Context: an optimization exercise on an open-source flow, tuned for small area, a short achievable clock period and few clock cycles per item. The choices shown serve that exercise and are no tape-out recipe.
Function was checked by simulation only, so behaviour that the tests miss may differ from the original.

## flow/design.v (module list and top-level ports; edited modules follow where they fit)
// module mx_block_mac: 1421 lines
module mx_block_mac (
    input  wire         clk,
    input  wire         rst,         
    input  wire         in_valid,
    input  wire [127:0] a_elems,     
    input  wire [127:0] b_elems,
    input  wire [7:0]   a_scale,
    input  wire [7:0]   b_scale,
    input  wire [31:0]  acc_in,
    output reg          out_valid,
    output reg  [31:0]  acc_out
);
  // ...
==> flow/run.sh <==
#!/bin/bash
# synth_recipe.tcl (not shown) runs the flow's synth.tcl, then flattens the netlist and writes it again
# the make line also repeats each setting of config.mk as NAME=value (left out here)
make -C /OpenROAD-flow-scripts/flow DESIGN_CONFIG=/design/flow/config.mk WORK_HOME=/design/flow/orfs CLKGATE_MAP_FILE= SYNTH_SCRIPT=/design/flow/synth_recipe.tcl finish
==> flow/config.mk <==
export PLATFORM = sky130hd
export DESIGN_NAME = mx_block_mac
export DESIGN_NICKNAME = mx_block_mac
export VERILOG_FILES = /design/flow/design.v
export SDC_FILE = /design/flow/constraint.sdc
export NUM_CORES = 4
export LEC_CHECK = 0
export ABC_AREA = 1
export CAP_MARGIN = 20
export CORE_MARGIN = 2
export CORE_UTILIZATION = 55
export SLEW_MARGIN = 20
==> flow/constraint.sdc <==
create_clock -name core_clock -period 50.0 [get_ports {clk}]
set_input_delay 10.0000 -clock core_clock [delete_from_list [all_inputs] [get_ports {clk}]]
set_output_delay 10.0000 -clock core_clock [all_outputs]
set_load 0.01 [all_outputs]
==> results.txt, run 1 <==
The capturing instance or port of the critical path is acc_out[25]. In this run the critical register-to-register path is launched from sm3[23]$_DFF_P_. The initial antenna violation count is 1. By area, multi-input gates come first.

The share of synthesized cell area in full adder, half adder and majority cells is 0.2389. Yosys instantiated no cell more often than sky130_fd_sc_hd__nand2_1. The global-route usage over all layers came out at 0.2850.

In this run the count of I/O pins placed on the die edge is 340. The clock tree skew after final layout came out at 0.01188 ns. Counting instances, the worst hold path has a depth of 0. CTS built an H-tree with a depth of 2. The source-to-sink clock delay at the later pin of the worst-skew pair came out at 0.59 ns. Summing all non-filler instances in the final layout gives an area of around 44000 um2. The number of nets in the layout came out at 6394. The detailed router used layers up to and including met4. The logic depth of the worst path, buffers included came out at 1. The wire length of the first global-routing pass is 161.6 mm. After technology mapping, the gate count stands at 5264. The number of cell rows came out at 96. Hold is met by approximately 0.32 ns. The number of multi-input combinational cells in the layout came out at ~3900. The kind of start point of the critical path is a flop. The run finished with no timing, DRC or antenna violations.

The number of buffer cells added on primary ports came out at 339. The share of synthesized area in the top cell type comes to 0.2440.
Testbench counts, summed over its fixed seeds: cycles 16,032, items 16,000.
==> inputs of run 2 (changes only) <==
--- a/flow/design.v
+++ b/flow/design.v
@@ -193,65 +193,92 @@
             endcase
             case (b)
                 3'd0: y = 4'd0;  3'd1: y = 4'd1;  3'd2: y = 4'd2;  3'd3: y = 4'd3;
                 3'd4: y = 4'd4;  3'd5: y = 4'd6;  3'd6: y = 4'd8;  default: y = 4'd12;
             endcase
             pmag = x * y;
         end
     endfunction
+    wire [31:0] sg_in;
+    wire [63:0] cl_in;
+    wire [95:0] ex_in;
+    genvar gp;
+    generate for (gp = 0; gp < 32; gp = gp + 1) begin : g_enc
+        wire [3:0] ea = a_elems[4*gp+3:4*gp], eb = b_elems[4*gp+3:4*gp];
+        wire fa = ea[0] & (ea[2] | ea[1]);
+        wire fb = eb[0] & (eb[2] | eb[1]);
+        wire nz = (ea[2:0] != 3'd0) && (eb[2:0] != 3'd0);
+        assign sg_in[gp] = ea[3] ^ eb[3];
+        assign cl_in[2*gp+1:2*gp] = !nz ? 2'd0 : (fa & fb) ? 2'd3 : (fa | fb) ? 2'd2 : 2'd1;
+        assign ex_in[3*gp+2:3*gp] = {1'b0, ea[2:1]} + {1'b0, eb[2:1]};
+    end endgenerate
     reg         v0;
-    reg [127:0] a_q, b_q;
     reg [7:0]   sa_q, sb_q;
+    reg [31:0]  sg;
+    reg [63:0]  cl;
+    reg [95:0]  ex;
     reg [31:0]  acc_q;
     always @(posedge clk) begin
         if (rst) v0 <= 1'b0;
         else     v0 <= in_valid;
-        a_q <= a_elems; b_q <= b_elems; sa_q <= a_scale; sb_q <= b_scale; acc_q <= acc_in;
+        sg <= sg_in; cl <= cl_in; ex <= ex_in; acc_q <= acc_in;
+        sa_q <= a_scale; sb_q <= b_scale;
     end
-    wire [31:0] sg;       
-    wire [31:0] nz;       
-    wire [8:0] px0 = tf1(sg[0], a_q[2:0], b_q[2:0]);
-    wire [8:0] px1 = tf1(sg[1], a_q[6:4], b_q[6:4]);
-    wire [8:0] px2 = tf1(sg[2], a_q[10:8], b_q[10:8]);
-    wire [8:0] px3 = tf1(sg[3], a_q[14:12], b_q[14:12]);
-    wire [8:0] px4 = tf1(sg[4], a_q[18:16], b_q[18:16]);
-    wire [8:0] px5 = tf1(sg[5], a_q[22:20], b_q[22:20]);
-    wire [8:0] px6 = tf1(sg[6], a_q[26:24], b_q[26:24]);
-    wire [8:0] px7 = tf1(sg[7], a_q[30:28], b_q[30:28]);
-    wire [8:0] px8 = tf1(sg[8], a_q[34:32], b_q[34:32]);
-    wire [8:0] px9 = tf1(sg[9], a_q[38:36], b_q[38:36]);
-    wire [8:0] px10 = tf1(sg[10], a_q[42:40], b_q[42:40]);
-    wire [8:0] px11 = tf1(sg[11], a_q[46:44], b_q[46:44]);
-    wire [8:0] px12 = tf1(sg[12], a_q[50:48], b_q[50:48]);
-    wire [8:0] px13 = tf1(sg[13], a_q[54:52], b_q[54:52]);
-    wire [8:0] px14 = tf1(sg[14], a_q[58:56], b_q[58:56]);
-    wire [8:0] px15 = tf1(sg[15], a_q[62:60], b_q[62:60]);
-    wire [8:0] px16 = tf1(sg[16], a_q[66:64], b_q[66:64]);
-    wire [8:0] px17 = tf1(sg[17], a_q[70:68], b_q[70:68]);
-    wire [8:0] px18 = tf1(sg[18], a_q[74:72], b_q[74:72]);
-    wire [8:0] px19 = tf1(sg[19], a_q[78:76], b_q[78:76]);
-    wire [8:0] px20 = tf1(sg[20], a_q[82:80], b_q[82:80]);
-    wire [8:0] px21 = tf1(sg[21], a_q[86:84], b_q[86:84]);
-    wire [8:0] px22 = tf1(sg[22], a_q[90:88], b_q[90:88]);
-    wire [8:0] px23 = tf1(sg[23], a_q[94:92], b_q[94:92]);
-    wire [8:0] px24 = tf1(sg[24], a_q[98:96], b_q[98:96]);
-    wire [8:0] px25 = tf1(sg[25], a_q[102:100], b_q[102:100]);
-    wire [8:0] px26 = tf1(sg[26], a_q[106:104], b_q[106:104]);
-    wire [8:0] px27 = tf1(sg[27], a_q[110:108], b_q[110:108]);
-    wire [8:0] px28 = tf1(sg[28], a_q[114:112], b_q[114:112]);
-    wire [8:0] px29 = tf1(sg[29], a_q[118:116], b_q[118:116]);
-    wire [8:0] px30 = tf1(sg[30], a_q[122:120], b_q[122:120]);
-    wire [8:0] px31 = tf1(sg[31], a_q[126:124], b_q[126:124]);
-    genvar gi;
-    generate for (gi = 0; gi < 32; gi = gi + 1) begin : g_sign
-        assign sg[gi] = a_q[4*gi+3] ^ b_q[4*gi+3];
-        assign nz[gi] = (a_q[4*gi+2:4*gi] != 3'd0) && (b_q[4*gi+2:4*gi] != 3'd0);
-    end endgenerate
-    wire all_neg_zero = &(sg & ~nz);    
+    function [8:0] tenc;
+        input       s;
+        input [1:0] c;
+        input [2:0] e;
+        reg         c9, c3;
+        reg [10:0]  l0, l1, l2;
+        begin
+            c9 = (c == 2'd3);
+            c3 = (c == 2'd2);
+            l0 = (c != 2'd0) ? {{7{s}}, s ^ c9, s ? ~c3 : ~c9, c3 | (s & c9), c9} : 11'd0;
+            l1 = e[0] ? {l0[9:0], 1'b0} : l0;
+            l2 = e[1] ? {l1[8:0], 2'b00} : l1;
+            l0 = e[2] ? {l2[6:0], 4'b0000} : l2;
+            tenc = {~l0[10], l0[9:2]};
+        end
+    endfunction
+    wire [8:0] px0 = tenc(sg[0], cl[1:0], ex[2:0]);
+    wire [8:0] px1 = tenc(sg[1], cl[3:2], ex[5:3]);
+    wire [8:0] px2 = tenc(sg[2], cl[5:4], ex[8:6]);
+    wire [8:0] px3 = tenc(sg[3], cl[7:6], ex[11:9]);
+    wire [8:0] px4 = tenc(sg[4], cl[9:8], ex[14:12]);
+    wire [8:0] px5 = tenc(sg[5], cl[11:10], ex[17:15]);
+    wire [8:0] px6 = tenc(sg[6], cl[13:12], ex[20:18]);
+    wire [8:0] px7 = tenc(sg[7], cl[15:14], ex[23:21]);
+    wire [8:0] px8 = tenc(sg[8], cl[17:16], ex[26:24]);
+    wire [8:0] px9 = tenc(sg[9], cl[19:18], ex[29:27]);
+    wire [8:0] px10 = tenc(sg[10], cl[21:20], ex[32:30]);
+    wire [8:0] px11 = tenc(sg[11], cl[23:22], ex[35:33]);
+    wire [8:0] px12 = tenc(sg[12], cl[25:24], ex[38:36]);
+    wire [8:0] px13 = tenc(sg[13], cl[27:26], ex[41:39]);
+    wire [8:0] px14 = tenc(sg[14], cl[29:28], ex[44:42]);
+    wire [8:0] px15 = tenc(sg[15], cl[31:30], ex[47:45]);
+    wire [8:0] px16 = tenc(sg[16], cl[33:32], ex[50:48]);
+    wire [8:0] px17 = tenc(sg[17], cl[35:34], ex[53:51]);
+    wire [8:0] px18 = tenc(sg[18], cl[37:36], ex[56:54]);
+    wire [8:0] px19 = tenc(sg[19], cl[39:38], ex[59:57]);
+    wire [8:0] px20 = tenc(sg[20], cl[41:40], ex[62:60]);
+    wire [8:0] px21 = tenc(sg[21], cl[43:42], ex[65:63]);
+    wire [8:0] px22 = tenc(sg[22], cl[45:44], ex[68:66]);
+    wire [8:0] px23 = tenc(sg[23], cl[47:46], ex[71:69]);
+    wire [8:0] px24 = tenc(sg[24], cl[49:48], ex[74:72]);
+    wire [8:0] px25 = tenc(sg[25], cl[51:50], ex[77:75]);
+    wire [8:0] px26 = tenc(sg[26], cl[53:52], ex[80:78]);
+    wire [8:0] px27 = tenc(sg[27], cl[55:54], ex[83:81]);
+    wire [8:0] px28 = tenc(sg[28], cl[57:56], ex[86:84]);
+    wire [8:0] px29 = tenc(sg[29], cl[59:58], ex[89:87]);
+    wire [8:0] px30 = tenc(sg[30], cl[61:60], ex[92:90]);
+    wire [8:0] px31 = tenc(sg[31], cl[63:62], ex[95:93]);
+    wire all_neg_zero = &sg && (cl == 64'd0);    
+    wire [8:0]  esum = {1'b0, sa_q} + {1'b0, sb_q};
+    wire        snan = (sa_q == 8'hFF) || (sb_q == 8'hFF);
     wire h_2, h_1;
     assign {h_2, h_1} = px0[0] + px10[0] + px11[0];
     wire h_4, h_3;
     assign {h_4, h_3} = px12[0] + px13[0] + px14[0];
     wire h_6, h_5;
     assign {h_6, h_5} = px0[1] + px10[1] + px11[1];
     wire h_8, h_7;
     assign {h_8, h_7} = px12[1] + px13[1] + px14[1];
@@ -790,18 +817,16 @@
     wire h_542, h_541;
     assign {h_542, h_541} = h_493 + h_516 + h_517;
     wire h_544, h_543;
     assign {h_544, h_543} = h_497 + h_518 + h_519;
     wire h_546, h_545;
     assign {h_546, h_545} = h_498 + h_521 + h_520;
     wire [13:0] cs0 = {1'b0, h_522, h_545, h_543, h_541, h_539, h_537, h_535, h_533, h_531, h_529, h_527, h_525, h_523};
     wire [13:0] cs1 = {1'b0, h_546, h_544, h_542, h_540, h_538, h_536, h_534, h_532, h_530, h_528, h_526, h_524, h_499};
-    wire [8:0]  esum = {1'b0, sa_q} + {1'b0, sb_q};
-    wire        snan = (sa_q == 8'hFF) || (sb_q == 8'hFF);
     wire [13:0] cpa_a = cs0;
     wire [13:0] cpa_b = cs1;
     wire [13:0] cpa_p = cpa_a ^ cpa_b;
     wire [13:0] cpa_g = cpa_a & cpa_b;
     wire cpa_G1 = cpa_g[1] | (cpa_p[1] & cpa_g[0]);
     wire cpa_P1 = cpa_p[1] & cpa_p[0];
     wire cpa_G2 = cpa_g[3] | (cpa_p[3] & cpa_g[2]);
     wire cpa_P2 = cpa_p[3] & cpa_p[2];
==> flow/flow/run.sh (new file) <==
#!/bin/bash
# The standard layout (standard.sh), except that the buffers ORFS puts on the
# ports are buf_2 cells rather than the cell it picks by default. Every port
# still gets a buffer. The whole layout's output goes to layout.log.
set -euo pipefail
bash ./standard.sh "BUFFER_PORTS_ARGS=-buffer_cell sky130_fd_sc_hd__buf_2" finish > layout.log 2>&1
==> flow/standard.sh (new file) <==
#!/bin/bash
# synth_recipe.tcl (not shown) runs the flow's synth.tcl, then flattens the netlist and writes it again
# the make line also repeats each setting of config.mk as NAME=value (left out here)
make -C /OpenROAD-flow-scripts/flow DESIGN_CONFIG=/design/flow/config.mk WORK_HOME=/design/flow/orfs CLKGATE_MAP_FILE= SYNTH_SCRIPT=/design/flow/synth_recipe.tcl "${@:-finish}"
removed: flow/run.sh
==> run 2 against run 1 <==
- final cell count decreased by 2.7%
- non-clock buffer count increased by 4
- critical path type unchanged
- clock skew increased by 0.010 ns
==> results.txt, run 2 <==
Outcome: complete, no violations (unchanged). The placer's final routability congestion estimate was 0.9805 (was 0.9670). The clock tree skew after final layout is 0.02236 ns (was 0.01188 ns).

The maximum root-to-sink buffer count is 3 (unchanged). The maximum number of pins on one net before global-route repair is 59 (was 81). The antenna diode instance count came out at 0 (was 1). The count of instances resized after the clock tree is built is 0 (unchanged).

The DRC violation total after the first TritonRoute iteration came out at 2536 (was 2201). The first-pass detailed-route iteration total was 6 (unchanged). The remaining routing DRC violations is 0 (unchanged).

The number of nets produced by synthesis came out at 6007 (was 6114). The Yosys warning count was 1 (unchanged). The global-route usage over all layers came out at 0.2998 (was 0.2850).

The final routed wirelength across all metal layers came to 103.8 mm (was 101.5 mm). The actual slew at the worst max-slew pin came out at 1.020 ns (was 1.065 ns). The number of cell rows is 94 (was 96). The leading cell type in the layout, fill and taps excluded is sky130_fd_sc_hd__nand2_1 (unchanged). The utilization after layout is 0.6155 (was 0.6398). The family with the most delay on the worst path is flip-flops (was buffers and inverters). The stage delay of the slowest cell on the critical path is 0.33 ns (was 0.54 ns).

The count of final hold-check violations is 0 (unchanged). The async set-reset flop share out of synthesis is 0 (unchanged). The required time at the endpoint of the critical path is 40.00 ns (about the same). The wire length of the first global-routing pass is 162.5 mm (was 161.6 mm). The worst-case headroom to the max-slew limit is 0.3139 (was 0.2833).

The worst slack on hold paths came out at 0.3200 ns (was 0.3189 ns). The number of nets in the layout came to 6285 (was 6394). The die outline area came out at 68590 um2 (was 71320 um2).

The buffers plus inverters on the worst setup path came to 1 (unchanged). The total I/O pin count came out at 340 (unchanged).

The cell chosen for the clock root is sky130_fd_sc_hd__clkbuf_16 (unchanged). The H-tree depth was 2 (unchanged). The TritonCTS clock tree is yes (unchanged). The kind of start point of the critical path is a flop (unchanged). The number of routed nets with antenna violations came out at 0 (unchanged).

The maximum achievable frequency came to 0.09041 GHz (was 0.08743 GHz). The initial core utilization came out at 0.5555 (was 0.5549). The total core area is 65860 um2 (was 68590 um2). Most used cells in the layout excluding fill and tap cells: sky130_fd_sc_hd__nand2_1, sky130_fd_sc_hd__o21ai_0, sky130_fd_sc_hd__inv_1 (was sky130_fd_sc_hd__nand2_1, sky130_fd_sc_hd__inv_1, sky130_fd_sc_hd__o21ai_0). The number of distinct library cell variants in the gate-level netlist after synthesis came out at 71 (was 73). The post-synthesis instance total is 5157 (was 5264).

Dominant cells by area after synthesis: sky130_fd_sc_hd__dfxtp_1, sky130_fd_sc_hd__fa_1, sky130_fd_sc_hd__nand2_1 (unchanged). The y dimension of the die was 261.9 um (was 267.1 um). Critical-path cell list: buf_2 (was clkdlybuf4s50_1).

The most used standard cell by instance count after synthesis was sky130_fd_sc_hd__nand2_1 (unchanged). The setup violation total in the final timing report is 0 (unchanged). The average wire per standard cell came out at 16.38 um (was 15.59 um). The via total after detailed routing was 34080 (was 34100). The number of buffer cells added on primary ports came out at 339 (unchanged).

The max-cap check violation count is 0 (unchanged). The area added between synthesis and finish came to 10.81% (was 15.30%). Biggest regs: ex (96), cl (64) (was a_q (128), b_q (128)). The placed wire-length estimate came out at 87.33 mm (was 85.71 mm). The slowest cell on the critical path is sky130_fd_sc_hd__dfxtp_1 (was sky130_fd_sc_hd__clkdlybuf4s50_1). The type of element capturing the critical path is an output port (unchanged). The cell area reported after detailed placement came out at 38900 um2 (was 42160 um2).

The number of setup buffers added after CTS came out at 0 (unchanged). The source-to-sink clock delay at the later pin of the worst-skew pair came to 0.61 ns (was 0.59 ns). The post-route setup TNS came out at 0 ns (unchanged). The total clock sinks is 400 (was 464). The flip-flop count of the largest register, all copies and words added is 96.

The register bit total from synthesis is 400 (was 464). The initial antenna violation count was 1 (unchanged). The post-CTS clock slew at the launch and capture registers of the worst setup and hold paths came to 0.06 ns (about the same). The global-route congestion overflow total came to 0 (unchanged). The path category of the worst min-delay check is reg -> reg (unchanged). The top cell type's share of synthesized area is 0.2189 (was 0.2440). The final worst-path cycle share is 0.2212 (was 0.2288). The biggest area consumer among synthesized cells is sky130_fd_sc_hd__dfxtp_1 (unchanged). The cts-stage hold buffer count is 0 (unchanged).

Unrepaired setup endpoints after global routing: no (unchanged). Top cell types by occurrence after synthesis: sky130_fd_sc_hd__nand2_1, sky130_fd_sc_hd__o21ai_0, sky130_fd_sc_hd__inv_1 (was sky130_fd_sc_hd__nand2_1, sky130_fd_sc_hd__inv_1, sky130_fd_sc_hd__o21ai_0). The synthesized area is 36580 um2 (was 38060 um2).

The final critical delay including setup and external delays is 11.06 ns (was 11.44 ns). The average vias per placed instance came out at 5.381 (was 5.235). The width of the die was 261.9 um (was 267.1 um). The final-report max-slew violation count came to 0 (unchanged). The synthesized area divided by synthesized cell count was 7.094 um2 (was 7.231 um2). The sequential fraction of the synthesis area is 0.2189 (was 0.2440). The area of all placed cells without fillers is 40540 um2 (was 43880 um2). The data arrival time at the worst-slack endpoint is 1.06 ns (was 1.44 ns).

The number of buffers created by CTS is 44 (was 47). The number of global-route vias before repair is 32150 (was 32600). ex holds more flip-flops than any other register.

The number of flops mapped to enable cells by yosys came out at 0 (unchanged). The main flop type after synthesis is sky130_fd_sc_hd__dfxtp_1 (unchanged). The share of layout cells above drive strength 1 is 0.1066 (was 0.03817). The category of the critical setup timing path was reg -> out (unchanged). The highest fanout seen on the critical path came out at 1 (unchanged).
==> run 2: changes by cell type in the layout (fill, tap and decap cells not counted), moves of 29 or more <==
cell,delta
sky130_fd_sc_hd__dfxtp_1,-64
sky130_fd_sc_hd__nand3_1,-116
sky130_fd_sc_hd__a22oi_1,+31
sky130_fd_sc_hd__or2_2,+29
sky130_fd_sc_hd__nor2_1,+192
sky130_fd_sc_hd__o22ai_1,+29
sky130_fd_sc_hd__buf_2,+339
sky130_fd_sc_hd__inv_1,-184
sky130_fd_sc_hd__clkdlybuf4s50_1,-339
==> run 2: final timing paths <==
path,depth (start not counted),startpoint,to,slack [ns]
worst max-delay path,1,acc_out[7]$_SDFF_PP0_,acc_out[7],38.94
worst min-delay path,0,acc_q[0]$_DFF_P_,acc1[0]$_DFF_P_,0.32
worst max register to register,73,sm3[21]$_DFF_P_,acc_out[23]$_SDFF_PP1_,39.09
worst min register to register,0,acc_q[0]$_DFF_P_,acc1[0]$_DFF_P_,0.32
==> run 2: logic make-up after synthesis <==
logic type | count (synthesis) | synth area share
mux | 7 | 0.001915
fa+ha+maj | 543 | 0.2485
xor+xnor | 132 | 0.03201
compound gates | 965 | 0.1438
simple gates | 2380 | 0.2762
flops | 400 | 0.2189
buf+inv | 730 | 0.07866
==> run 2: final cells by class <==
class | instances | area, um2
Clock inverter | 23 | 400.4
Fill cell | 6297 | 25330
Multi-Input combinational cell | 4027 | 25720
Sequential cell | 400 | 8008
Timing Repair Buffer | 355 | 1817
Inverter | 607 | 2278
Tap cell | 864 | 1081
Clock buffer | 58 | 1234
==> run 2: through the flow <==
stage / setup WS (ns) / cells
after CTS: 38.91 / 6334
after global routing: 38.00 / 6334
after floorplan: 39.28 / 5157
after detailed placement: 39.10 / 6253
after global placement: 39.13 / 6253
final: 38.94 / 6334
==> run 2: metal layers <==
layer	wire, um	GRT usage
met5	0	0
met4	4731	0.1296
met3	4860	0.03038
met2	51160	0.5384
met1	43030	0.3645
Testbench counts of run 2, summed over its fixed seeds: cycles 16,032, items 16,000.
==> inputs of run 3 (changes only) <==
--- a/flow/config.mk
+++ b/flow/config.mk
@@ -9,4 +9,6 @@
 export CAP_MARGIN = 20
 export CORE_MARGIN = 2
 export CORE_UTILIZATION = 55
+export CTS_CLUSTER_DIAMETER = 150
+export CTS_CLUSTER_SIZE = 20
 export SLEW_MARGIN = 20
==> run 3 against run 2 <==
- still clean
- highest routed layer unchanged
- critical path depth unchanged
- register-to-register slack got worse by 0.11 ns
- synthesized cell count unchanged
- sequential share of layout area increased by 0.52 points
- global-route usage decreased by 0.35 points
- wire length decreased by 0.76%
- maximum frequency increased by 0.20%
- setup slack improved by 0.022 ns
- via count decreased by 0.60%
==> results.txt, run 3 <==
The leading cell type in the layout, fill and taps excluded was sky130_fd_sc_hd__nand2_1 (unchanged). The global-route layer with the greatest usage is met2 (unchanged). The async set-reset flop share out of synthesis is 0 (unchanged). The worst slack on hold paths is 0.3105 ns (was 0.3200 ns).

The slowest cell on the critical path was sky130_fd_sc_hd__dfxtp_1 (unchanged). The area added between synthesis and finish was 7.969% (was 10.81%). The category of the critical setup timing path is reg -> out (unchanged).

The synthesized area divided by synthesized cell count came out at 7.094 um2 (unchanged). The highest fanout seen on the critical path is 1 (unchanged). The most used standard cell by instance count after synthesis was sky130_fd_sc_hd__nand2_1 (unchanged).

The capture instance of the worst register-to-register path was acc_out[23]$_SDFF_PP1_ (unchanged). Most used cells in the layout excluding fill and tap cells: sky130_fd_sc_hd__nand2_1, sky130_fd_sc_hd__o21ai_0, sky130_fd_sc_hd__inv_1 (unchanged). The max-cap check violation count came out at 0 (unchanged). The total clock sinks is 400 (unchanged). The global-route usage over all layers came out at 0.2963 (was 0.2998). The synthesized area is 36580 um2 (unchanged).

The final critical delay including setup and external delays came to 11.04 ns (was 11.06 ns). The maximum achievable frequency came out at 0.09059 GHz (was 0.09041 GHz). The register bit total from synthesis is 400 (unchanged). The family with the most delay on the worst path was flip-flops (unchanged). The main flop type after synthesis is sky130_fd_sc_hd__dfxtp_1 (unchanged). Top cell types by occurrence after synthesis: sky130_fd_sc_hd__nand2_1, sky130_fd_sc_hd__o21ai_0, sky130_fd_sc_hd__inv_1 (unchanged). The number of nets in the layout came out at 6264 (was 6285). The setup violation total in the final timing report came out at 0 (unchanged). The via total after detailed routing is 33880 (was 34080). The kind of start point of the critical path is a flop (unchanged).

The logic depth of the worst path, buffers included is 1 (unchanged). The hold path startpoint is acc_q[26]$_DFF_P_ (was acc_q[0]$_DFF_P_). The Yosys warning count is 1 (unchanged). The number of cell rows is 94 (unchanged).

Outcome: complete, no violations (unchanged). Critical-path cell list: buf_2 (unchanged).

Dominant cells by area after synthesis: sky130_fd_sc_hd__dfxtp_1, sky130_fd_sc_hd__fa_1, sky130_fd_sc_hd__nand2_1 (unchanged). The total core area is 65860 um2 (unchanged).

The clock tree skew after final layout is 0.04830 ns (was 0.02236 ns). The average vias per placed instance came out at 5.397 (was 5.381). The number of flops mapped to enable cells by yosys is 0 (unchanged). The final worst-path cycle share was 0.2208 (was 0.2212).

The maximum number of pins on one net before global-route repair came to 59 (unchanged). The startpoint of the lowest-slack register-to-register path is sm3[21]$_DFF_P_ (unchanged). The buffers plus inverters on the worst setup path came to 1 (unchanged).

The utilization after layout is 0.5997 (was 0.6155). The number of buffers created by CTS was 23 (was 44). The type of element capturing the critical path is an output port (unchanged).

The stage delay of the slowest cell on the critical path is 0.32 ns (was 0.33 ns). The antenna diode instance count came out at 0 (unchanged). The remaining routing DRC violations was 0 (unchanged). The cell depth of the worst min-delay path came out at 0 (unchanged). The initial antenna violation count is 2 (was 1). The met3 global-route usage came out at 0.02556 (was 0.03038). The number of global-route vias before repair is 31790 (was 32150). The number of nets produced by synthesis came out at 6007 (unchanged).

The met2 global-route usage is 0.5347 (was 0.5384). The wire length of the first global-routing pass was 161.1 mm (was 162.5 mm). The path category of the worst min-delay check is reg -> reg (unchanged). The first-pass detailed-route iteration total is 6 (unchanged).

The filler cell count in the final layout was 6417 (was 6297). The average wire per standard cell was 16.41 um (was 16.38 um). The worst-case headroom to the max-slew limit was 0.3048 (was 0.3139). The post-route setup TNS is 0 ns (unchanged). The number of distinct library cell variants in the gate-level netlist after synthesis is 71 (unchanged). The cell chosen for the clock root is sky130_fd_sc_hd__clkbuf_16 (unchanged). The top cell type's share of synthesized area is 0.2189 (unchanged). The flip-flop count of the largest register, all copies and words added is 96 (unchanged). The final routed wirelength across all metal layers came out at 103.0 mm (was 103.8 mm). The sequential fraction of the synthesis area came out at 0.2189 (unchanged). The worst setup slack for register-to-register paths is 38.98 ns (was 39.09 ns). The placer's final routability congestion estimate is 0.9805 (unchanged).

The die outline area is 68590 um2 (unchanged). The required time at the endpoint of the critical path came out at 40.00 ns (about the same). The number of setup buffers added after CTS is 0 (unchanged). The data arrival time at the worst-slack endpoint was 1.04 ns (was 1.06 ns).

The total I/O pin count came to 340 (unchanged). Biggest regs: ex (96), cl (64) (unchanged). The worst-case reg-to-reg path depth is 73 (unchanged).

The number of buffer cells added on primary ports is 339 (unchanged). The count of instances resized after the clock tree is built came out at 0 (unchanged). The TritonCTS clock tree was yes (unchanged). The biggest area consumer among synthesized cells is sky130_fd_sc_hd__dfxtp_1 (unchanged).

The width of the die came to 261.9 um (unchanged). The register containing the most flip-flops in the final layout is ex (unchanged). The final-report max-slew violation count came to 0 (unchanged).

The initial core utilization came out at 0.5555 (unchanged). The post-synthesis instance total came to 5157 (unchanged). The share of layout cells above drive strength 1 is 0.09828 (was 0.1066).

The global-route congestion overflow total came out at 0 (unchanged). The H-tree depth came out at 1 (was 2). The source-to-sink clock delay at the later pin of the worst-skew pair came out at 0.63 ns (was 0.61 ns). The DRC violation total after the first TritonRoute iteration came out at 2574 (was 2536).

The placed wire-length estimate is 87.33 mm (unchanged). The actual slew at the worst max-slew pin came out at 1.033 ns (was 1.020 ns). The y dimension of the die is 261.9 um (unchanged). The hold path endpoint is acc1[26]$_DFF_P_ (was acc1[0]$_DFF_P_). The cts-stage hold buffer count came out at 0 (unchanged). The met1 capacity usage during global routing came out at 0.3649 (was 0.3645).

The post-CTS clock slew at the launch and capture registers of the worst setup and hold paths is 0.10 ns (was 0.06 ns). The maximum root-to-sink buffer count came out at 3 (unchanged). The count of final hold-check violations came out at 0 (unchanged). The number of routed nets with antenna violations is 0 (unchanged). Unrepaired setup endpoints after global routing: no (unchanged).
==> run 3: cell count changes in the layout (fill, tap and decap cells not counted), sizes merged <==
cell,change
clkinv,-8
inv,-4
clkbuf,-35
clkinvlp,-1
bufinv,-9
==> run 3: cell families after synthesis <==
logic type | Yosys count | share of synthesized area
fa+ha+maj | 543 | 0.2485
buf+inv | 730 | 0.07866
flops | 400 | 0.2189
xor+xnor | 132 | 0.03201
simple gates | 2380 | 0.2762
compound gates | 965 | 0.1438
mux | 7 | 0.001915
==> run 3: per-stage QoR <==
step	area (um2)	worst slack, ns	cells
6_report	39500	38.96	6277
3_5_place_dp	38900	39.10	6253
2_1_floorplan	36580	39.28	5157
5_1_grt	39500	37.99	6277
3_3_place_gp	38900	39.13	6253
4_1_cts	39500	38.92	6277
==> run 3: cell type report <==
type                       instances  area (um2)  area share
multi-input combinational       4027       25720      0.6511
inverter                         607        2278     0.05768
timing repair buffer             355        1817     0.04599
clock buffer                      23       575.6     0.01457
clock inverter                     1       20.02   0.0005068
sequential                       400        8008      0.2027
tap                              864        1081     0.02737
==> run 3: how the worst max path moves through the flow <==
stage | start | endpoint | slack [ns]
finish | acc_out[28]$_SDFF_PP1_ | acc_out[28] | 38.96
global route | sm3[21]$_DFF_P_ | acc_out[23]$_SDFF_PP1_ | 37.99
CTS | acc_out[28]$_SDFF_PP1_ | acc_out[28] | 38.92
detailed placement | a_elems[77] | ex[58]$_DFF_P_ | 39.10
global placement | a_elems[18] | cl[8]$_SDFF_PN0_ | 39.13
floorplan | a_elems[13] | ex[10]$_DFF_P_ | 39.28
==> run 3: layer usage <==
layer  share of wire  wire length [um]  vias to the layer above
met3           0.047              4872                      190
met4           0.043              4455                        0
met1            0.42             43110                    15480
li1                -                 -                    17290
met2            0.49             50550                      918
met5               0                 0                        -
==> inputs of run 4 (changes only) <==
==> flow/flow/run.sh (replaced) <==
#!/bin/bash
# The standard layout (standard.sh), except that the buffers ORFS puts on the
# ports are buf_1 cells rather than the cell it picks by default. Every port
# still gets a buffer. The whole layout's output goes to layout.log.
set -euo pipefail
bash ./standard.sh "BUFFER_PORTS_ARGS=-buffer_cell sky130_fd_sc_hd__buf_1" finish > layout.log 2>&1
--- a/flow/config.mk
+++ b/flow/config.mk
@@ -10,5 +10,5 @@
 export CORE_MARGIN = 2
 export CORE_UTILIZATION = 55
 export CTS_CLUSTER_DIAMETER = 150
-export CTS_CLUSTER_SIZE = 20
+export CTS_CLUSTER_SIZE = 25
 export SLEW_MARGIN = 20
==> run 4 against run 3 <==
- cell area down 1.4%
- clock skew is 0.0063 ns lower
- global-route usage is 0.083 points higher
==> results.txt, run 4 <==
The count of instances resized after the clock tree is built came out at 0 (unchanged). The async set-reset flop share out of synthesis is 0 (unchanged). The width of the die was 261.9 um (unchanged).

The TritonCTS clock tree is yes (unchanged). The number of buffers created by CTS came out at 19 (was 23). The post-synthesis instance total came out at 5157 (unchanged).

The data arrival time at the worst-slack endpoint came out at 1.06 ns (was 1.04 ns). The number of routed nets with antenna violations came out at 0 (unchanged).

The number of nets in the layout came out at 6259 (was 6264). The DRC violation total after the first TritonRoute iteration is 2436 (was 2574). The synthesized area is 36580 um2 (unchanged). The slowest cell on the critical path is sky130_fd_sc_hd__dfxtp_1 (unchanged). The max-cap check violation count is 0 (unchanged).

The average wire per standard cell came out at 16.34 um (was 16.41 um). The main flop type after synthesis is sky130_fd_sc_hd__dfxtp_1 (unchanged). The number of nets produced by synthesis came out at 6007 (unchanged).

The family with the most delay on the worst path is flip-flops (unchanged). The setup violation total in the final timing report came to 0 (unchanged). The global-route congestion overflow total came to 0 (unchanged).

The synthesized area divided by synthesized cell count came to 7.094 um2 (unchanged). The total core area came out at 65860 um2 (unchanged). The post-CTS clock slew at the launch and capture registers of the worst setup and hold paths is 0.10 ns (about the same). The cts-stage hold buffer count came out at 0 (unchanged). The actual slew at the worst max-slew pin came out at 1.120 ns (was 1.033 ns). The post-route setup TNS came out at 0 ns (unchanged). Outcome: complete, no violations (unchanged). Biggest regs: ex (96), cl (64) (unchanged). The leading cell type in the layout, fill and taps excluded is sky130_fd_sc_hd__nand2_1 (unchanged). The average vias per placed instance is 5.385 (was 5.397). The clock tree skew after final layout is 0.04198 ns (was 0.04830 ns). The source-to-sink clock delay at the later pin of the worst-skew pair came out at 0.59 ns (was 0.63 ns). The maximum achievable frequency was 0.09043 GHz (was 0.09059 GHz).

Dominant cells by area after synthesis: sky130_fd_sc_hd__dfxtp_1, sky130_fd_sc_hd__fa_1, sky130_fd_sc_hd__nand2_1 (unchanged). The die outline area came out at 68590 um2 (unchanged). The number of global-route vias before repair came out at 31930 (was 31790).

The via total after detailed routing came out at 33780 (was 33880). The final worst-path cycle share was 0.2212 (was 0.2208). The top cell type's share of synthesized area is 0.2189 (unchanged). The y dimension of the die is 261.9 um (unchanged). The placed wire-length estimate came to 87.22 mm (was 87.33 mm). The share of layout cells above drive strength 1 was 0.03476 (was 0.09828). The initial core utilization was 0.5555 (unchanged).

Critical-path cell list: buf_1 (was buf_2). The register bit total from synthesis came out at 400 (unchanged). The number of flops mapped to enable cells by yosys is 0 (unchanged). The worst slack on hold paths is 0.3320 ns (was 0.3105 ns).

The wire length of the first global-routing pass came to 162.0 mm (was 161.1 mm). The area added between synthesis and finish came out at 6.491% (was 7.969%). The number of distinct library cell variants in the gate-level netlist after synthesis came out at 71 (unchanged). The number of cell rows is 94 (unchanged).

The buffers plus inverters on the worst setup path is 1 (unchanged). The kind of start point of the critical path is a flop (unchanged). The count of final hold-check violations is 0 (unchanged). Most used cells in the layout excluding fill and tap cells: sky130_fd_sc_hd__nand2_1, sky130_fd_sc_hd__o21ai_0, sky130_fd_sc_hd__inv_1 (unchanged). The sequential fraction of the synthesis area came out at 0.2189 (unchanged). The Yosys warning count came out at 1 (unchanged).

The placer's final routability congestion estimate was 0.9905 (was 0.9805). The final critical delay including setup and external delays came out at 11.06 ns (was 11.04 ns). The highest fanout seen on the critical path came out at 1 (unchanged).

The initial antenna violation count is 0 (was 2). The cell chosen for the clock root was sky130_fd_sc_hd__clkbuf_16 (unchanged). The final routed wirelength across all metal layers came out at 102.5 mm (was 103.0 mm). The final-report max-slew violation count was 0 (unchanged).

Unrepaired setup endpoints after global routing: no (unchanged). The register containing the most flip-flops in the final layout was ex (unchanged). The first-pass detailed-route iteration total is 5 (was 6). The worst-case headroom to the max-slew limit is 0.2453 (was 0.3048). The maximum root-to-sink buffer count is 3 (unchanged). The remaining routing DRC violations is 0 (unchanged). The global-route usage over all layers is 0.2971 (was 0.2963). The flip-flop count of the largest register, all copies and words added came out at 96 (unchanged). Top cell types by occurrence after synthesis: sky130_fd_sc_hd__nand2_1, sky130_fd_sc_hd__o21ai_0, sky130_fd_sc_hd__inv_1 (unchanged). The utilization after layout was 0.5915 (was 0.5997).

The required time at the endpoint of the critical path is 40.00 ns (about the same). The total clock sinks is 400 (unchanged). The H-tree depth came out at 1 (unchanged).

The path category of the worst min-delay check is reg -> reg (unchanged). The maximum number of pins on one net before global-route repair came out at 59 (unchanged). The most used standard cell by instance count after synthesis is sky130_fd_sc_hd__nand2_1 (unchanged). The stage delay of the slowest cell on the critical path came out at 0.33 ns (was 0.32 ns). The biggest area consumer among synthesized cells is sky130_fd_sc_hd__dfxtp_1 (unchanged). The category of the critical setup timing path was reg -> out (unchanged). The number of setup buffers added after CTS came out at 0 (unchanged). The total I/O pin count is 340 (unchanged). The type of element capturing the critical path is an output port (unchanged).

The number of buffer cells added on primary ports came out at 339 (unchanged).
-- run 4: cell types whose count changed in the layout (fill, tap and decap cells not counted), sizes merged --
cell    before  now
clkbuf      23   19
buf        355  354
diode        0    1
-- run 4: cell type report --
type	count	area (um2)
Sequential cell	400	8008
Inverter	607	2278
Antenna cell	1	2.502
Multi-Input combinational cell	4027	25720
Fill cell	6510	26900
Timing Repair Buffer	354	1385
Clock buffer	19	475.5
Clock inverter	1	8.758
Tap cell	864	1081
-- run 4: metrics by stage --
stage	cell area, um2	instances	setup WS (ns)
after global routing	38960	6272	38.08
after floorplan	36580	5157	39.28
after global placement	38470	6252	39.12
after CTS	38960	6272	38.88
after detailed placement	38470	6252	39.10
final	38960	6273	38.94
-- run 4: path summary, 6_finish.rpt --
check        cells after the start  slack (ns)                      to                  from
max reg2reg                     72       39.06  acc_out[23]$_SDFF_PP1_       sm3[23]$_DFF_P_
max                              1       38.94               out_valid  out_valid$_SDFF_PP0_
min reg2reg                      0        0.33        acc1[23]$_DFF_P_     acc_q[23]$_DFF_P_
min                              0        0.33        acc1[23]$_DFF_P_     acc_q[23]$_DFF_P_
-- run 4: logic make-up (layout without fill, tap and decap cells) --
logic type               Yosys count  in the layout  synth area share
flip-flops                       400            400            0.2189
AO/OA/AOI/OAI                    965            965            0.1438
AND/OR/NAND/NOR                 2380           2380            0.2762
XOR/XNOR                         132            132           0.03201
multiplexers                       7              7          0.001915
buffers and inverters            730            981           0.07866
adder cells (fa/ha/maj)          543            543            0.2485
other                              0              1                 0
-- run 4: layer usage --
layer  global-route usage  share of wire  vias up
li1                     -              -    17280
met1               0.3646           0.42    15440
met2               0.5363           0.49      851
met3              0.02479          0.043      204
met4               0.1229          0.046        0
met5                    0              0        -
==> inputs of run 5 (changes only) <==
--- a/flow/config.mk
+++ b/flow/config.mk
@@ -8,7 +8,7 @@
 export ABC_AREA = 1
 export CAP_MARGIN = 20
 export CORE_MARGIN = 2
-export CORE_UTILIZATION = 55
+export CORE_UTILIZATION = 65
 export CTS_CLUSTER_DIAMETER = 150
 export CTS_CLUSTER_SIZE = 25
 export SLEW_MARGIN = 20
==> run 5 against run 4 <==
- largest cell class unchanged
- register-to-register slack better by 0.13 ns
- count of clock-buffer cells in the layout unchanged
- critical path depth unchanged
- sequential cell count unchanged
- maximum frequency about the same
- highest routed layer unchanged
==> results.txt, run 5 <==
The number of nets in the layout came out at 6258 (was 6259). The number of setup buffers added after CTS came out at 0 (unchanged). The number of buffer cells added on primary ports was 339 (unchanged). The via total after detailed routing came out at 34430 (was 33780).

The antenna diode instance count is 0 (was 1). The sequential cell area came out at 8008 um2 (unchanged). The number of nets produced by synthesis came out at 6007 (unchanged). The highest fanout seen on the critical path came out at 1 (unchanged). The register bit total from synthesis is 400 (unchanged). The post-CTS clock slew at the launch and capture registers of the worst setup and hold paths came out at 0.10 ns (about the same). The buffers plus inverters on the worst setup path is 1 (unchanged).

The sequential fraction of the synthesis area is 0.2189 (unchanged). The family with the most delay on the worst path was flip-flops (unchanged). The worst-case headroom to the max-slew limit was 0.2803 (was 0.2453). The max-cap check violation count is 0 (unchanged). The synthesized area was 36580 um2 (unchanged). Most used cells in the layout excluding fill and tap cells: sky130_fd_sc_hd__nand2_1, sky130_fd_sc_hd__o21ai_0, sky130_fd_sc_hd__inv_1 (unchanged). The die outline area came out at 58200 um2 (was 68590 um2). Top cell types by occurrence after synthesis: sky130_fd_sc_hd__nand2_1, sky130_fd_sc_hd__o21ai_0, sky130_fd_sc_hd__inv_1 (unchanged). Critical-path cell list: buf_1 (unchanged). The clock tree skew after final layout is 0.04057 ns (was 0.04198 ns). The flip-flop count of the largest register, all copies and words added was 96 (unchanged). The async set-reset flop share out of synthesis was 0 (unchanged). The total core area was 55420 um2 (was 65860 um2).

The wire length of the first global-routing pass came out at 158.3 mm (was 162.0 mm). The cell chosen for the clock root is sky130_fd_sc_hd__clkbuf_16 (unchanged). The width of the die is 241.2 um (was 261.9 um). The DRC violation total after the first TritonRoute iteration came to 2580 (was 2436).

The global-route congestion overflow total is 0 (unchanged). The Yosys warning count is 1 (unchanged). The H-tree depth is 1 (unchanged).

The share of layout cells above drive strength 1 came out at 0.03458 (was 0.03476). The initial core utilization is 0.6602 (was 0.5555).

The placer's final routability congestion estimate came out at 1.002 (was 0.9905). The maximum achievable frequency is 0.09040 GHz (was 0.09043 GHz). The data arrival time at the worst-slack endpoint is 1.06 ns (about the same). The number of global-route vias before repair came out at 32260 (was 31930). Biggest regs: ex (96), cl (64) (unchanged). The post-route setup TNS is 0 ns (unchanged). The final non-filler cell total came out at 6155 (was 6273). The filler cell count in the final layout was 4820 (was 6510). The type of element capturing the critical path was an output port (unchanged). The worst setup slack for register-to-register paths was 39.19 ns (was 39.06 ns). The stage delay of the slowest cell on the critical path was 0.32 ns (was 0.33 ns). The most used standard cell by instance count after synthesis is sky130_fd_sc_hd__nand2_1 (unchanged). Outcome: complete, no violations (unchanged). The count of instances resized after the clock tree is built was 0 (unchanged). The required time at the endpoint of the critical path is 40.00 ns (about the same).

The path category of the worst min-delay check is reg -> reg (unchanged). The category of the critical setup timing path is reg -> out (unchanged). The actual slew at the worst max-slew pin was 1.070 ns (was 1.120 ns).

The cell area reported after detailed placement is 38310 um2 (was 38470 um2). The number of distinct library cell variants in the gate-level netlist after synthesis is 71 (unchanged). The average wire per standard cell came out at 16.27 um (was 16.34 um). The maximum number of pins on one net before global-route repair came out at 53 (was 59). The final critical delay including setup and external delays was 11.06 ns (about the same). The area added between synthesis and finish came out at 6.047% (was 6.491%).

Dominant cells by area after synthesis: sky130_fd_sc_hd__dfxtp_1, sky130_fd_sc_hd__fa_1, sky130_fd_sc_hd__nand2_1 (unchanged). The slowest cell on the critical path is sky130_fd_sc_hd__dfxtp_1 (unchanged). The number of buffers created by CTS is 19 (unchanged). Unrepaired setup endpoints after global routing: no (unchanged). The top cell type's share of synthesized area came out at 0.2189 (unchanged). The initial antenna violation count is 0 (unchanged).

The y dimension of the die is 241.2 um (was 261.9 um). The first-pass detailed-route iteration total came to 6 (was 5). The kind of start point of the critical path is a flop (unchanged). The remaining routing DRC violations came out at 0 (unchanged). The post-synthesis instance total is 5157 (unchanged). The final-report max-slew violation count came out at 0 (unchanged). The footprint of the multi-input gates came out at 25710 um2 (was 25720 um2). The total I/O pin count is 340 (unchanged). The biggest area consumer among synthesized cells is sky130_fd_sc_hd__dfxtp_1 (unchanged). The number of placed instances, taps included came to 6135 (was 6252).

The register containing the most flip-flops in the final layout is ex (unchanged). The leading cell type in the layout, fill and taps excluded is sky130_fd_sc_hd__nand2_1 (unchanged). The final worst-path cycle share is 0.2212 (about the same).

The main flop type after synthesis was sky130_fd_sc_hd__dfxtp_1 (unchanged). The synthesized area divided by synthesized cell count came out at 7.094 um2 (unchanged). The source-to-sink clock delay at the later pin of the worst-skew pair came out at 0.60 ns (was 0.59 ns). The final routed wirelength across all metal layers is 100.1 mm (was 102.5 mm). The area of all placed cells without fillers is 38800 um2 (was 38960 um2). The number of flops mapped to enable cells by yosys was 0 (unchanged). The total clock sinks is 400 (unchanged). The number of cell rows came to 86 (was 94). The number of routed nets with antenna violations is 0 (unchanged). The setup violation total in the final timing report is 0 (unchanged). The global-route usage over all layers is 0.3417 (was 0.2971). The placed wire-length estimate came out at 84.59 mm (was 87.22 mm). The maximum root-to-sink buffer count came to 3 (unchanged). The TritonCTS clock tree was yes (unchanged).

The cts-stage hold buffer count came out at 0 (unchanged). The average vias per placed instance is 5.593 (was 5.385). The count of final hold-check violations came out at 0 (unchanged).
-- run 5: changes by cell type in the layout (fill, tap and decap cells not counted) --
| cell | change |
|---|---|
| sky130_fd_sc_hd__o21ai_4 | -1 |
| sky130_fd_sc_hd__buf_4 | -1 |
| sky130_fd_sc_hd__diode_2 | -1 |
| sky130_fd_sc_hd__o21ai_2 | +1 |
-- run 5: cell type report --
cell class                      count  area share
Inverter                          607     0.05873
Clock buffer                       19     0.01226
Sequential cell                   400      0.2064
Timing Repair Buffer              353     0.03551
Multi-Input combinational cell   4027      0.6628
Clock inverter                      1   0.0002258
Tap cell                          748     0.02412
-- run 5: path summary, 6_finish.rpt --
path,startpoint,end,depth (start not counted)
hold / removal,acc_q[30]$_DFF_P_,acc1[30]$_DFF_P_,0
setup / recovery,acc_out[29]$_SDFF_PP1_,acc_out[29],1
hold reg to reg,acc_q[30]$_DFF_P_,acc1[30]$_DFF_P_,0
setup reg to reg,sm3[21]$_DFF_P_,acc_out[23]$_SDFF_PP1_,73
-- run 5: kinds of logic after synthesis --
| family | count (synthesis) | share of synthesized area |
|---|---|---|
| AO/OA/AOI/OAI | 965 | 0.1438 |
| buffers and inverters | 730 | 0.07866 |
| AND/OR/NAND/NOR | 2380 | 0.2762 |
| adder cells (fa/ha/maj) | 543 | 0.2485 |
| multiplexers | 7 | 0.001915 |
| flip-flops | 400 | 0.2189 |
| XOR/XNOR | 132 | 0.03201 |
-- run 5: through the flow --
step,hold slack (ns),setup slack [ns],util
2_1_floorplan,0.3096,39.28,-
3_3_place_gp,0.3098,39.15,0.6914
3_5_place_dp,0.3121,39.08,0.6914
4_1_cts,0.3303,38.90,0.7001
5_1_grt,0.3380,38.13,0.7001
6_report,0.3288,38.94,0.7001
-- run 5: layer usage --
metal	track usage	vias up	routed length [um]
li1	-	17260	-
met1	0.4151	15710	40270
met2	0.6129	1207	49000
met3	0.03202	251	5733
met4	0.1571	0	5106
met5	0	-	0
==> inputs of run 6 (changes only) <==
--- a/flow/config.mk
+++ b/flow/config.mk
@@ -8,7 +8,7 @@
 export ABC_AREA = 1
 export CAP_MARGIN = 20
 export CORE_MARGIN = 2
-export CORE_UTILIZATION = 65
+export CORE_UTILIZATION = 75
 export CTS_CLUSTER_DIAMETER = 150
-export CTS_CLUSTER_SIZE = 25
+export CTS_CLUSTER_SIZE = 20
 export SLEW_MARGIN = 20
==> run 6 against run 5 <==
- synthesized cell count is the same
- core utilization up 11 points
- clock skew fell by 0.0055 ns
- critical endpoint is now acc_out[14]
- critical path depth stayed put
- first-iteration DRC count grew 29%
- setup slack got worse by 0.013 ns
- still clean on timing, DRC and antenna
- sequential cell count is the same
==> results.txt, run 6 <==
Outcome: complete, no violations (unchanged). The category of the critical setup timing path is reg -> out (unchanged). The total core area came out at 47950 um2 (was 55420 um2). The slowest cell on the critical path is sky130_fd_sc_hd__dfxtp_1 (unchanged). The synthesized area divided by synthesized cell count is 7.094 um2 (unchanged).

The remaining routing DRC violations is 0 (unchanged). The register containing the most flip-flops in the final layout is ex (unchanged). The final routed wirelength across all metal layers is 105.0 mm (was 100.1 mm). The share of layout cells above drive strength 1 is 0.03530 (was 0.03458). The most used standard cell by instance count after synthesis is sky130_fd_sc_hd__nand2_1 (unchanged).

The die outline area came to 50560 um2 (was 58200 um2). The top cell type's share of synthesized area came to 0.2189 (unchanged). The number of flops mapped to enable cells by yosys came to 0 (unchanged). Biggest regs: ex (96), cl (64) (unchanged). The cts-stage hold buffer count came to 0 (unchanged). The initial core utilization was 0.7630 (was 0.6602). The highest fanout seen on the critical path is 1 (unchanged). The count of instances resized after the clock tree is built came out at 0 (unchanged). The path category of the worst min-delay check is reg -> reg (unchanged).

The biggest area consumer among synthesized cells is sky130_fd_sc_hd__dfxtp_1 (unchanged). The source-to-sink clock delay at the later pin of the worst-skew pair is 0.60 ns (about the same). The TritonCTS clock tree is yes (unchanged). The number of nets produced by synthesis came out at 6007 (unchanged). The async set-reset flop share out of synthesis is 0 (unchanged). The number of routed nets with antenna violations came out at 0 (unchanged). The final critical delay including setup and external delays is 11.08 ns (was 11.06 ns).

The data arrival time at the worst-slack endpoint was 1.08 ns (was 1.06 ns). The flip-flop count of the largest register, all copies and words added is 96 (unchanged). The total clock sinks is 400 (unchanged). The number of distinct library cell variants in the gate-level netlist after synthesis is 71 (unchanged). The setup violation total in the final timing report came to 0 (unchanged).

The wire length of the first global-routing pass came out at 167.8 mm (was 158.3 mm). Top cell types by occurrence after synthesis: sky130_fd_sc_hd__nand2_1, sky130_fd_sc_hd__o21ai_0, sky130_fd_sc_hd__inv_1 (unchanged). The placer's final routability congestion estimate is 1.028 (was 1.002). The worst-case headroom to the max-slew limit came to 0.2603 (was 0.2803). The actual slew at the worst max-slew pin is 1.099 ns (was 1.070 ns).

Critical-path cell list: buf_1 (unchanged). The cell chosen for the clock root was sky130_fd_sc_hd__clkbuf_16 (unchanged). The via total after detailed routing came out at 36040 (was 34430). The number of placed instances, taps included came out at 6002 (was 6135). The average wire per standard cell is 17.42 um (was 16.27 um).

The maximum achievable frequency is 0.09029 GHz (was 0.09040 GHz). The final worst-path cycle share came out at 0.2215 (was 0.2212). The DRC violation total after the first TritonRoute iteration came out at 3334 (was 2580). The placed wire-length estimate came to 86.85 mm (was 84.59 mm). The post-route setup TNS was 0 ns (unchanged). The family with the most delay on the worst path is flip-flops (unchanged). The leading cell type in the layout, fill and taps excluded was sky130_fd_sc_hd__nand2_1 (unchanged). The required time at the endpoint of the critical path is 40.00 ns (about the same). The stage delay of the slowest cell on the critical path is 0.34 ns (was 0.32 ns).

The register bit total from synthesis came out at 400 (unchanged). Unrepaired setup endpoints after global routing: no (unchanged). The number of buffer cells added on primary ports came out at 339 (unchanged). The global-route usage over all layers is 0.4158 (was 0.3417). The number of cell rows came out at 80 (was 86). The number of setup buffers added after CTS came out at 0 (unchanged). Dominant cells by area after synthesis: sky130_fd_sc_hd__dfxtp_1, sky130_fd_sc_hd__fa_1, sky130_fd_sc_hd__nand2_1 (unchanged). The max-cap check violation count came out at 0 (unchanged).

The count of final hold-check violations came out at 0 (unchanged). The final non-filler cell total is 6027 (was 6155). Most used cells in the layout excluding fill and tap cells: sky130_fd_sc_hd__nand2_1, sky130_fd_sc_hd__o21ai_0, sky130_fd_sc_hd__inv_1 (unchanged). The post-synthesis instance total is 5157 (unchanged). The global-route congestion overflow total is 0 (unchanged). The kind of start point of the critical path is a flop (unchanged). The final-report max-slew violation count came to 0 (unchanged). The clock tree skew after final layout is 0.03503 ns (was 0.04057 ns). The post-CTS clock slew at the launch and capture registers of the worst setup and hold paths came out at 0.08 ns (was 0.10 ns). The sequential fraction of the synthesis area is 0.2189 (unchanged). The area of all placed cells without fillers came out at 38730 um2 (was 38800 um2).

The synthesized area was 36580 um2 (unchanged). The maximum root-to-sink buffer count is 3 (unchanged). The cell area reported after detailed placement is 38150 um2 (was 38310 um2). The average vias per placed instance was 5.980 (was 5.593).

The number of global-route vias before repair is 35040 (was 32260). The first-pass detailed-route iteration total came out at 8 (was 6). The H-tree depth is 1 (unchanged).

The number of nets in the layout came out at 6262 (was 6258). The type of element capturing the critical path is an output port (unchanged). The maximum number of pins on one net before global-route repair was 59 (was 53). The initial antenna violation count came out at 1 (was 0). The Yosys warning count is 1 (unchanged). The buffers plus inverters on the worst setup path was 1 (unchanged).

The number of buffers created by CTS came out at 23 (was 19). The total I/O pin count came to 340 (unchanged). The area added between synthesis and finish came out at 5.872% (was 6.047%).

The main flop type after synthesis was sky130_fd_sc_hd__dfxtp_1 (unchanged). The y dimension of the die was 224.9 um (was 241.2 um). The width of the die is 224.9 um (was 241.2 um).
## run 6: cell counts after synthesis
No cell type changed its count.
## run 6: cell families after synthesis
logic type	Yosys count	share of synthesized area
simple gates	2380	0.2762
compound gates	965	0.1438
buf+inv	730	0.07866
fa+ha+maj	543	0.2485
flops	400	0.2189
xor+xnor	132	0.03201
mux	7	0.001915
## run 6: per-layer routing
layer	part of all wire	vias to the layer above	wire, um	GRT usage
met5	0	-	0	0
met4	0.085	0	8890	0.3076
met3	0.075	566	7904	0.07302
met2	0.48	1759	50030	0.7108
met1	0.36	16440	38160	0.4667
li1	-	17280	-	-
## run 6: path summary, 6_finish.rpt
path	start	cells past startpoint	endpoint	slack, ns
setup / recovery	acc_out[14]$_SDFF_PP0_	1	acc_out[14]	38.92
hold / removal	acc_q[10]$_DFF_P_	0	acc1[10]$_DFF_P_	0.33
setup reg to reg	sm3[23]$_DFF_P_	72	acc_out[30]$_SDFF_PP1_	39.01
hold reg to reg	acc_q[10]$_DFF_P_	0	acc1[10]$_DFF_P_	0.33
## run 6: metrics by stage
step / hold slack, ns / setup slack, ns / util
3_5_place_dp: 0.3121 / 39.05 / 0.7956
3_3_place_gp: 0.3104 / 39.15 / 0.7956
6_report: 0.3297 / 38.92 / 0.8078
2_1_floorplan: 0.3096 / 39.28 / -
5_1_grt: 0.3351 / 38.00 / 0.8078
4_1_cts: 0.3320 / 38.91 / 0.8078
## run 6: cell type report
| type | instances | area, um2 |
|---|---|---|
| Sequential cell | 400 | 8008 |
| Antenna cell | 1 | 2.502 |
| Tap cell | 615 | 769.5 |
| Inverter | 607 | 2278 |
| Clock inverter | 1 | 8.758 |
| Timing Repair Buffer | 353 | 1378 |
| Clock buffer | 23 | 575.6 |
| Multi-Input combinational cell | 4027 | 25710 |
| Fill cell | 3353 | 9214 |
==> inputs of run 7 (changes only) <==
--- a/flow/config.mk
+++ b/flow/config.mk
@@ -8,7 +8,7 @@
 export ABC_AREA = 1
 export CAP_MARGIN = 20
 export CORE_MARGIN = 2
-export CORE_UTILIZATION = 75
-export CTS_CLUSTER_DIAMETER = 150
-export CTS_CLUSTER_SIZE = 20
+export CORE_UTILIZATION = 55
+export CTS_CLUSTER_DIAMETER = 100
+export CTS_CLUSTER_SIZE = 30
 export SLEW_MARGIN = 20
==> run 7 against run 6 <==
- still clean
- maximum frequency down 0.28%
- synthesized cell count stayed put
- highest routed layer unchanged
- register-to-register slack gained 0.09 ns
- die area increased by 36%
- cell area up 1.6%
- sequential cell count did not move
- count of clock-buffer cells in the layout grew 2
- critical endpoint is now acc_out[30]
==> results.txt, run 7 <==
The synthesized area divided by synthesized cell count is 7.094 um2 (unchanged). Biggest regs: ex (96), cl (64) (unchanged). The register containing the most flip-flops in the final layout is ex (unchanged).

The number of nets in the layout is 6263 (was 6262). The source-to-sink clock delay at the later pin of the worst-skew pair came out at 0.61 ns (was 0.60 ns). The global-route usage over all layers is 0.2965 (was 0.4158). The top layer reached by signal wires is met4 (unchanged). The first-pass detailed-route iteration total came out at 6 (was 8). The maximum root-to-sink buffer count came out at 3 (unchanged). The y dimension of the die is 261.9 um (was 224.9 um). The startpoint of the lowest-slack register-to-register path is sm3[21]$_DFF_P_ (was sm3[23]$_DFF_P_).

The initial core utilization is 0.5555 (was 0.7630). The max-cap check violation count is 0 (unchanged). The number of buffer cells added on primary ports came to 339 (unchanged). The clock tree skew after final layout came out at 0.03221 ns (was 0.03503 ns). The highest fanout seen on the critical path came out at 1 (unchanged). The post-CTS clock slew at the launch and capture registers of the worst setup and hold paths came out at 0.11 ns (was 0.08 ns). Unrepaired setup endpoints after global routing: no (unchanged). The remaining routing DRC violations is 0 (unchanged). Outcome: complete, no violations (unchanged). The async set-reset flop share out of synthesis is 0 (unchanged). The wire length of the first global-routing pass is 161.7 mm (was 167.8 mm).

The via total after detailed routing came out at 33880 (was 36040). The initial antenna violation count came out at 0 (was 1). The Yosys warning count is 1 (unchanged). The placed wire-length estimate is 87.22 mm (was 86.85 mm). The maximum achievable frequency came out at 0.09004 GHz (was 0.09029 GHz). The post-route setup TNS is 0 ns (unchanged).

The worst-case setup slack after placement came out at 39.10 ns (was 39.05 ns). The type of element capturing the critical path is an output port (unchanged). Top cell types by occurrence after synthesis: sky130_fd_sc_hd__nand2_1, sky130_fd_sc_hd__o21ai_0, sky130_fd_sc_hd__inv_1 (unchanged). The buffers plus inverters on the worst setup path is 1 (unchanged). The path category of the worst min-delay check was reg -> reg (unchanged). The post-route met1 wirelength came to 43.13 mm (was 38.16 mm). The number of global-route vias before repair came to 31860 (was 35040). The final non-filler cell total was 6292 (was 6027). The width of the die came out at 261.9 um (was 224.9 um).

The setup violation total in the final timing report came to 0 (unchanged). The final worst-path cycle share was 0.2221 (was 0.2215). The main flop type after synthesis is sky130_fd_sc_hd__dfxtp_1 (unchanged). The biggest area consumer among synthesized cells is sky130_fd_sc_hd__dfxtp_1 (unchanged). The logic depth of the worst path, buffers included is 1 (unchanged). The total core area is 65860 um2 (was 47950 um2). The final-report max-slew violation count came out at 0 (unchanged). The TritonCTS clock tree is yes (unchanged). The average wire per standard cell was 16.29 um (was 17.42 um).

The global-route congestion overflow total is 0 (unchanged). The leading cell type in the layout, fill and taps excluded is sky130_fd_sc_hd__nand2_1 (unchanged). The post-synthesis instance total is 5157 (unchanged).

The DRC violation total after the first TritonRoute iteration is 2492 (was 3334). The hold path startpoint is acc_q[7]$_DFF_P_ (was acc_q[10]$_DFF_P_). The required time at the endpoint of the critical path came out at 40.00 ns (about the same). The number of routed nets with antenna violations is 0 (unchanged). The final critical-path setup slack is 38.89 ns (was 38.92 ns). The number of buffers created by CTS came out at 23 (unchanged).

The category of the critical setup timing path is reg -> out (unchanged). The worst-case reg-to-reg path depth came out at 71 (was 72). The final critical delay including setup and external delays is 11.11 ns (was 11.08 ns). The share of layout cells above drive strength 1 came to 0.03814 (was 0.03530). The flip-flop count of the largest register, all copies and words added came out at 96 (unchanged). The kind of start point of the critical path was a flop (unchanged). The sum of met2 wire segment lengths after detailed routing came to 50.55 mm (was 50.03 mm). Dominant cells by area after synthesis: sky130_fd_sc_hd__dfxtp_1, sky130_fd_sc_hd__fa_1, sky130_fd_sc_hd__nand2_1 (unchanged). The source of the critical timing path was acc_out[30]$_SDFF_PP1_ (was acc_out[14]$_SDFF_PP0_). The stage delay of the slowest cell on the critical path is 0.35 ns (was 0.34 ns). The average vias per placed instance came out at 5.384 (was 5.980). The number of cell rows came to 94 (was 80). The placer's final routability congestion estimate is 0.9905 (was 1.028).

The slowest cell on the critical path is sky130_fd_sc_hd__dfxtp_1 (unchanged). The number of placed instances, taps included came out at 6252 (was 6002). The register bit total from synthesis is 400 (unchanged). The worst-case headroom to the max-slew limit came to 0.2680 (was 0.2603). The actual slew at the worst max-slew pin is 1.086 ns (was 1.099 ns). Most used cells in the layout excluding fill and tap cells: sky130_fd_sc_hd__nand2_1, sky130_fd_sc_hd__o21ai_0, sky130_fd_sc_hd__inv_1 (unchanged). The total I/O pin count was 340 (unchanged). The most used standard cell by instance count after synthesis was sky130_fd_sc_hd__nand2_1 (unchanged).

The maximum number of pins on one net before global-route repair came to 59 (unchanged). The area added between synthesis and finish came out at 7.545% (was 5.872%). The total clock sinks was 400 (unchanged). The number of distinct library cell variants in the gate-level netlist after synthesis is 71 (unchanged).

The data arrival time at the worst-slack endpoint came out at 1.11 ns (was 1.08 ns). The met3 routed wirelength is 4.282 mm (was 7.904 mm). The final routed wirelength across all metal layers is 102.5 mm (was 105.0 mm). The count of instances resized after the clock tree is built is 0 (unchanged).

The number of nets produced by synthesis is 6007 (unchanged). The family with the most delay on the worst path is flip-flops (unchanged). The count of final hold-check violations was 0 (unchanged). The sequential fraction of the synthesis area came out at 0.2189 (unchanged). The cts-stage hold buffer count is 0 (unchanged). Critical-path cell list: buf_1 (unchanged). The number of flops mapped to enable cells by yosys is 0 (unchanged). The H-tree depth is 1 (unchanged). The antenna diode instance count came out at 0 (was 1). The cell depth of the worst min-delay path came to 0 (unchanged). The cell chosen for the clock root is sky130_fd_sc_hd__clkbuf_16 (unchanged). The synthesized area is 36580 um2 (unchanged). The number of setup buffers added after CTS is 0 (unchanged). The top cell type's share of synthesized area came out at 0.2189 (unchanged). The die outline area came to 68590 um2 (was 50560 um2).
[run 7: cell counts after synthesis]
Identical to the previous run, type by type.
[run 7: worst paths after layout]
kind | endpoint | slack, ns
setup / recovery | acc_out[30] | 38.89
hold / removal | acc1[7]$_DFF_P_ | 0.33
setup reg to reg | acc_out[23]$_SDFF_PP1_ | 39.10
hold reg to reg | acc1[7]$_DFF_P_ | 0.33
[run 7: logic make-up after synthesis]
logic type	synth area share
buffers and inverters	0.07866
AOI/OAI and AO/OA	0.1438
DFF	0.2189
and+or+nand+nor	0.2762
muxes	0.001915
xor gates and xnor gates	0.03201
adders and majority gates	0.2485
[run 7: worst reg2reg max path: cells and delay by family, from the launching register on]
kind / cells / cell delay, ns
AOI/OAI and AO/OA: 18 / 2.99
xor gates and xnor gates: 2 / 0.50
adders and majority gates: 7 / 2.03
buffers and inverters: 5 / 1.03
DFF: 1 / 0.42
and+or+nand+nor: 39 / 3.77
[run 7: area by class of cell]
cell class,count,area [um2]
tap,864,1081
clock buffer,25,593.1
multi-input combinational,4027,25720
sequential,400,8008
clock inverter,15,279.0
inverter,607,2278
timing repair buffer,354,1385
fill,6487,26520
[run 7: stage by stage]
step | hold slack (ns) | cell area (um2) | utilization
after floorplan | 0.3096 | 36580 | -
after global placement | 0.3097 | 38470 | 0.5841
after detailed placement | 0.3121 | 38470 | 0.5841
after CTS | 0.3348 | 39340 | 0.5974
after global routing | 0.3340 | 39340 | 0.5974
final | 0.3316 | 39340 | 0.5974
[run 7: per-layer routing]
layer  GRT usage  vias up
met5           0        -
met4      0.1161        0
met3     0.02778      191
met2      0.5342      818
met1      0.3652    15560
li1            -    17310

-- afterwards: timing with drivers on the ports --
The flow's constraints put no driver on any port. The routed layouts listed below were extracted and timed again, unchanged, in two steps. Step 1, drivers: a clkbuf_16 drives clk and a buf_2 each remaining input, both assumed. Step 2 times the ports against the registers' clock, not the clock port: input delays grow and output delays shrink by t, the midpoint of the rising clock arrivals with the driver on. a / b / c = ideal / step 1 / step 2; a / b = the first two.
| run | t, ns | setup WS [ns] | hold slack, ns | worst setup path at the end | worst slew at a driven data input, ns |
|---|---|---|---|---|---|
| run 1 | 0.650 | 38.562 / 38.494 / 39.144 | 0.319 / 0.319 / 0.319 | register to output | 0.08 |
| run 2 | 0.663 | 38.940 / 38.874 / 39.090 | 0.320 / 0.320 / 0.320 | register to register | 0.06 |
| run 3 | 0.671 | 38.962 / 38.894 / 38.984 | 0.311 / 0.311 / 0.311 | register to register | 0.05 |
| run 4 | 0.637 | 38.941 / 38.878 / 39.057 | 0.332 / 0.332 / 0.332 | register to register | 0.05 |
| run 5 | 0.647 | 38.938 / 38.870 / 39.072 | 0.329 / 0.329 / 0.329 | input to register | 0.06 |
| run 6 | 0.651 | 38.925 / 38.862 / 38.983 | 0.330 / 0.330 / 0.330 | input to register | 0.09 |
| run 7 | 0.661 | 38.894 / 38.828 / 39.096 | 0.332 / 0.332 / 0.332 | register to register | 0.05 |
After both steps setup and hold are still met in every run listed.
